Background: an optimization exercise with open tools, aiming at small area, a short achievable clock period and few clock cycles per item. Do not read the settings as production practice. RTL that was checked went through simulation tests only; none was proved equivalent to the original.

job 3401:
Design fx_sha256, start of the top module:
module fx_sha256 (
    input  wire         clk,
    input  wire         rst,      
    input  wire         start,    
    input  wire         init,     
    input  wire [511:0] block,    
    output wire         ready,    
    output reg          done,     
    output wire [255:0] digest    
);
==> module fx_sha256, before the edit <==
module fx_sha256 (
    input  wire         clk,
    input  wire         rst,      
    input  wire         start,    
    input  wire         init,     
    input  wire [511:0] block,    
    output wire         ready,    
    output reg          done,     
    output wire [255:0] digest    
);
  localparam [255:0] IV = {32'h6a09e667, 32'hbb67ae85, 32'h3c6ef372, 32'ha54ff53a,
                           32'h510e527f, 32'h9b05688c, 32'h1f83d9ab, 32'h5be0cd19};
  reg         busy;      
  reg         fin;       
  reg         pend;      
  reg         initn;     
  reg         initf;     
  reg  [5:0]  rk;        
  reg  [2:0]  ph;        
  reg  [31:0] q [0:4];   
  reg  [31:0] p [0:4];   
  reg  [31:0] w [0:15];  
  reg  [31:0] a, b, c, d, e, f, g, h;
  reg  [31:0] x;         
  localparam [2047:0] KTAB = {
    32'hc67178f2, 32'hbef9a3f7, 32'ha4506ceb, 32'h90befffa,
    32'h8cc70208, 32'h84c87814, 32'h78a5636f, 32'h748f82ee,
    32'h682e6ff3, 32'h5b9cca4f, 32'h4ed8aa4a, 32'h391c0cb3,
    32'h34b0bcb5, 32'h2748774c, 32'h1e376c08, 32'h19a4c116,
    32'h106aa070, 32'hf40e3585, 32'hd6990624, 32'hd192e819,
    32'hc76c51a3, 32'hc24b8b70, 32'ha81a664b, 32'ha2bfe8a1,
    32'h92722c85, 32'h81c2c92e, 32'h766a0abb, 32'h650a7354,
    32'h53380d13, 32'h4d2c6dfc, 32'h2e1b2138, 32'h27b70a85,
    32'h14292967, 32'h06ca6351, 32'hd5a79147, 32'hc6e00bf3,
    32'hbf597fc7, 32'hb00327c8, 32'ha831c66d, 32'h983e5152,
    32'h76f988da, 32'h5cb0a9dc, 32'h4a7484aa, 32'h2de92c6f,
    32'h240ca1cc, 32'h0fc19dc6, 32'hefbe4786, 32'he49b69c1,
    32'hc19bf174, 32'h9bdc06a7, 32'h80deb1fe, 32'h72be5d74,
    32'h550c7dc3, 32'h243185be, 32'h12835b01, 32'hd807aa98,
    32'hab1c5ed5, 32'h923f82a4, 32'h59f111f1, 32'h3956c25b,
    32'he9b5dba5, 32'hb5c0fbcf, 32'h71374491, 32'h428a2f98};
  wire ld = fin | pend & ~busy;
  wire [31:0] s1  = {e[5:0], e[31:6]} ^ {e[10:0], e[31:11]} ^ {e[24:0], e[31:25]};
  wire [31:0] ch  = g ^ (e & (f ^ g));
  wire [31:0] s0  = {a[1:0], a[31:2]} ^ {a[12:0], a[31:13]} ^ {a[21:0], a[31:22]};
  wire [31:0] maj = (a & b) | (c & (a | b));
  function [63:0] csa(input [31:0] i0, input [31:0] i1, input [31:0] i2);
    csa = {i0 ^ i1 ^ i2, ((i0 & i1) | (i2 & (i0 | i1))) << 1};
  endfunction
  wire [63:0] e1  = csa(d, x, ch);
  wire [63:0] e2  = csa(e1[63:32], e1[31:0], s1);
  wire [31:0] e_n = e2[63:32] + e2[31:0];
  wire [63:0] a1  = csa(x, ch, maj);
  wire [63:0] a2  = csa(s1, s0, a1[63:32]);
  wire [63:0] a3  = csa(a2[63:32], a2[31:0], a1[31:0]);
  wire [31:0] a_n = a3[63:32] + a3[31:0];
  wire [31:0] ss0   = {w[1][6:0], w[1][31:7]} ^ {w[1][17:0], w[1][31:18]} ^ (w[1] >> 3);
  wire [31:0] ss1   = {w[14][16:0], w[14][31:17]} ^ {w[14][18:0], w[14][31:19]} ^ (w[14] >> 10);
  wire [31:0] w_new = ss1 + w[9] + ss0 + w[0];
  wire        addst = fin | (busy & ((rk >= 6'd62) | (rk == 6'd0)));
  reg  [31:0] iv_a, iv_e;
  always @(*) begin
    case (ph)
      3'd1: begin iv_a = IV[159:128]; iv_e = IV[31:0];   end
      3'd2: begin iv_a = IV[191:160]; iv_e = IV[63:32];  end
      3'd3: begin iv_a = IV[223:192]; iv_e = IV[95:64];  end
      default: begin iv_a = IV[255:224]; iv_e = IV[127:96]; end
    endcase
  end
  wire [31:0] fa_a = (initf ? iv_a : q[4]) + (addst ? a : 32'd0);
  wire [31:0] fa_e = (initf ? iv_e : p[4]) + (addst ? e : 32'd0);
  wire [31:0] k_t  = KTAB[32*rk +: 32];
  wire [31:0] x_h  = busy ? g : (initn ? IV[31:0] : p[2]);
  wire [63:0] x1   = csa(x_h, k_t, w[0]);
  wire [31:0] x_n  = x1[63:32] + x1[31:0];
  assign ready  = busy ? (rk == 6'd0) : (~fin & ~pend & (ph == 3'd3));
  wire   accept = start & ready;
  assign digest = {q[0], q[1], q[2], q[3], p[0], p[1], p[2], p[3]};
  integer i;
  always @(posedge clk) begin
    for (i = 0; i < 15; i = i + 1)
      w[i] <= accept ? block[511 - 32*i -: 32] : w[i + 1];
    w[15] <= accept ? block[31:0] : w_new;
    x <= x_n;
    if (busy)
      {a, b, c, d, e, f, g, h} <= {a_n, a, b, c, e_n, e, f, g};
    else
      {a, b, c, d, e, f, g, h} <= initn ? IV : {fa_a, q[0], q[1], q[2], fa_e, p[0], p[1], p[2]};
    q[0] <= fa_a; q[1] <= q[0]; q[2] <= q[1]; q[3] <= q[2]; q[4] <= q[3];
    p[0] <= fa_e; p[1] <= p[0]; p[2] <= p[1]; p[3] <= p[2]; p[4] <= p[3];
    if (accept) initn <= init;
    if (rst) begin
      busy  <= 1'b0;
      fin   <= 1'b0;
      pend  <= 1'b0;
      done  <= 1'b0;
      initf <= 1'b0;
      rk    <= 6'd0;
      ph    <= 3'd3;
    end else begin
      done <= fin;
      fin  <= 1'b0;
      pend <= accept;
      ph   <= (ph == 3'd4) ? 3'd0 : ph + 3'd1;
      rk   <= (busy & (rk != 6'd0)) | (ld & pend) ? rk + 6'd1 : 6'd0;
      if (busy) begin
        if (rk == 6'd0) begin
          busy <= 1'b0;
          fin  <= 1'b1;
        end
      end else if (ld) begin
        initf <= pend & initn;
        if (pend) busy <= 1'b1;
      end
    end
  end
endmodule
Settings: LEC_CHECK=0, ABC_AREA=1, CAP_MARGIN=20, CORE_MARGIN=2, CORE_UTILIZATION=40, CTS_CLUSTER_DIAMETER=100, CTS_CLUSTER_SIZE=24, SLEW_MARGIN=20; clock period 10.0 ns.
standard.sh (not shown) runs the stock make flow with config.mk's settings and CLKGATE_MAP_FILE= SYNTH_SCRIPT=/design/flow/synth_recipe.tcl, a recipe that flattens the netlist after the stock synthesis.
==> flow/flow/run.sh <==
#!/bin/bash
# Own layout flow: the standard flow (ORFS synthesis through the standard flow's synthesis
# script, floorplan, power grid, placement, CTS, routing) with three changes:
#  - synthesis skips Yosys's quick generic ABC pass before adder extraction
#    (SYNTH_ARGS=-noabc); the final ABC mapping still runs;
#  - port buffers are the smallest buffer instead of a delay cell;
#  - timing repair aims for a setup margin of 6.0 ns.
# The clock period and constraints are the design's.
set -euo pipefail
bash standard.sh "SYNTH_ARGS=-noabc" "SETUP_SLACK_MARGIN=6.0" \
  "BUFFER_PORTS_ARGS=-inputs -outputs -buffer_cell sky130_fd_sc_hd__buf_1" \
  finish > standard_make.log 2>&1
Testbench counts of job 3401, summed over its fixed seeds: cycles 83,224, blocks 1,280.
Modified inputs, job 8737 compared to job 3401
--- a/flow/design.v
+++ b/flow/design.v
@@ -76,22 +76,22 @@
   assign ready  = busy ? (rk == 6'd0) : (~fin & ~pend & (ph == 3'd3));
   wire   accept = start & ready;
   assign digest = {q[0], q[1], q[2], q[3], p[0], p[1], p[2], p[3]};
   integer i;
   always @(posedge clk) begin
     for (i = 0; i < 15; i = i + 1)
-      w[i] <= accept ? block[511 - 32*i -: 32] : w[i + 1];
-    w[15] <= accept ? block[31:0] : w_new;
+      w[i] <= ready ? block[511 - 32*i -: 32] : w[i + 1];
+    w[15] <= ready ? block[31:0] : w_new;
     x <= x_n;
     if (busy)
       {a, b, c, d, e, f, g, h} <= {a_n, a, b, c, e_n, e, f, g};
     else
       {a, b, c, d, e, f, g, h} <= initn ? IV : {fa_a, q[0], q[1], q[2], fa_e, p[0], p[1], p[2]};
     q[0] <= fa_a; q[1] <= q[0]; q[2] <= q[1]; q[3] <= q[2]; q[4] <= q[3];
     p[0] <= fa_e; p[1] <= p[0]; p[2] <= p[1]; p[3] <= p[2]; p[4] <= p[3];
-    if (accept) initn <= init;
+    if (ready) initn <= init;
     if (rst) begin
       busy  <= 1'b0;
       fin   <= 1'b0;
       pend  <= 1'b0;
       done  <= 1'b0;
       initf <= 1'b0;
--- outcome ---
Job 8737 and job 3401 ended up with roughly the same design area.
As far as share of the core filled with cells in the final layout is concerned, job 3401 and job 8737 perform about the same.
Compared with job 3401, job 8737 shows a lower worst setup slack.
In job 8737 the inverter count turned out 3.4% higher than in job 3401.
Between job 3401 and job 8737, the all-layer global routing usage is lower for job 8737.
The non-clock buffer count number comes out higher for job 3401 vs job 8737.
Comparing the two runs side by side, job 8737 comes out ahead of job 3401 on wire length of the first global-routing pass.
Job 8737 vs job 3401, critical path's slowest cell: fa_1 vs dfxtp_1
Comparing job 3401 and job 8737, the higher portion of the clock cycle consumed by the worst path in the final layout was measured on job 8737.
For synthesized area, job 8737 and job 3401 come out practically identical.
Post-synthesis share of cell area spent on full adders, half adders and majority gates delta (job 8737 -> job 3401): insignificant
As of job 8737, initial antenna violation count had fallen by more than 10% compared to job 3401.
Only the layout flow was run in job 8737; the RTL was not checked for function there.

[static timing again, ports no longer ideal]
How much do the figures lean on ideal ports? The routed layouts below were timed once more, with nothing changed but the port constraints.
Step 1: set_driving_cell puts a clkbuf_16 on clk and a buf_2 on each other input, an assumption about the parent block.
Step 2, shift: input delay + t, output delay - t, t = (earliest + latest rising clock arrival at the registers) / 2. This alone moves slack from input paths to output paths.
Three values: ideal, step 1, step 2; two values: the first two.
run	t (ns)	setup slack, ns	latest minus earliest clock arrival (ns)	cell pins on the clock port's net
job 3401	0.801	5.981 / 5.981 / 5.358	0.058 / 0.058	1
job 8737	0.807	5.964 / 5.964 / 5.964	0.039 / 0.040	1
After both steps every run listed still meets setup and hold. The setup slack of job 3401, which loses most, moves by 0.000 ns with the drivers and by -0.623 ns with both steps.
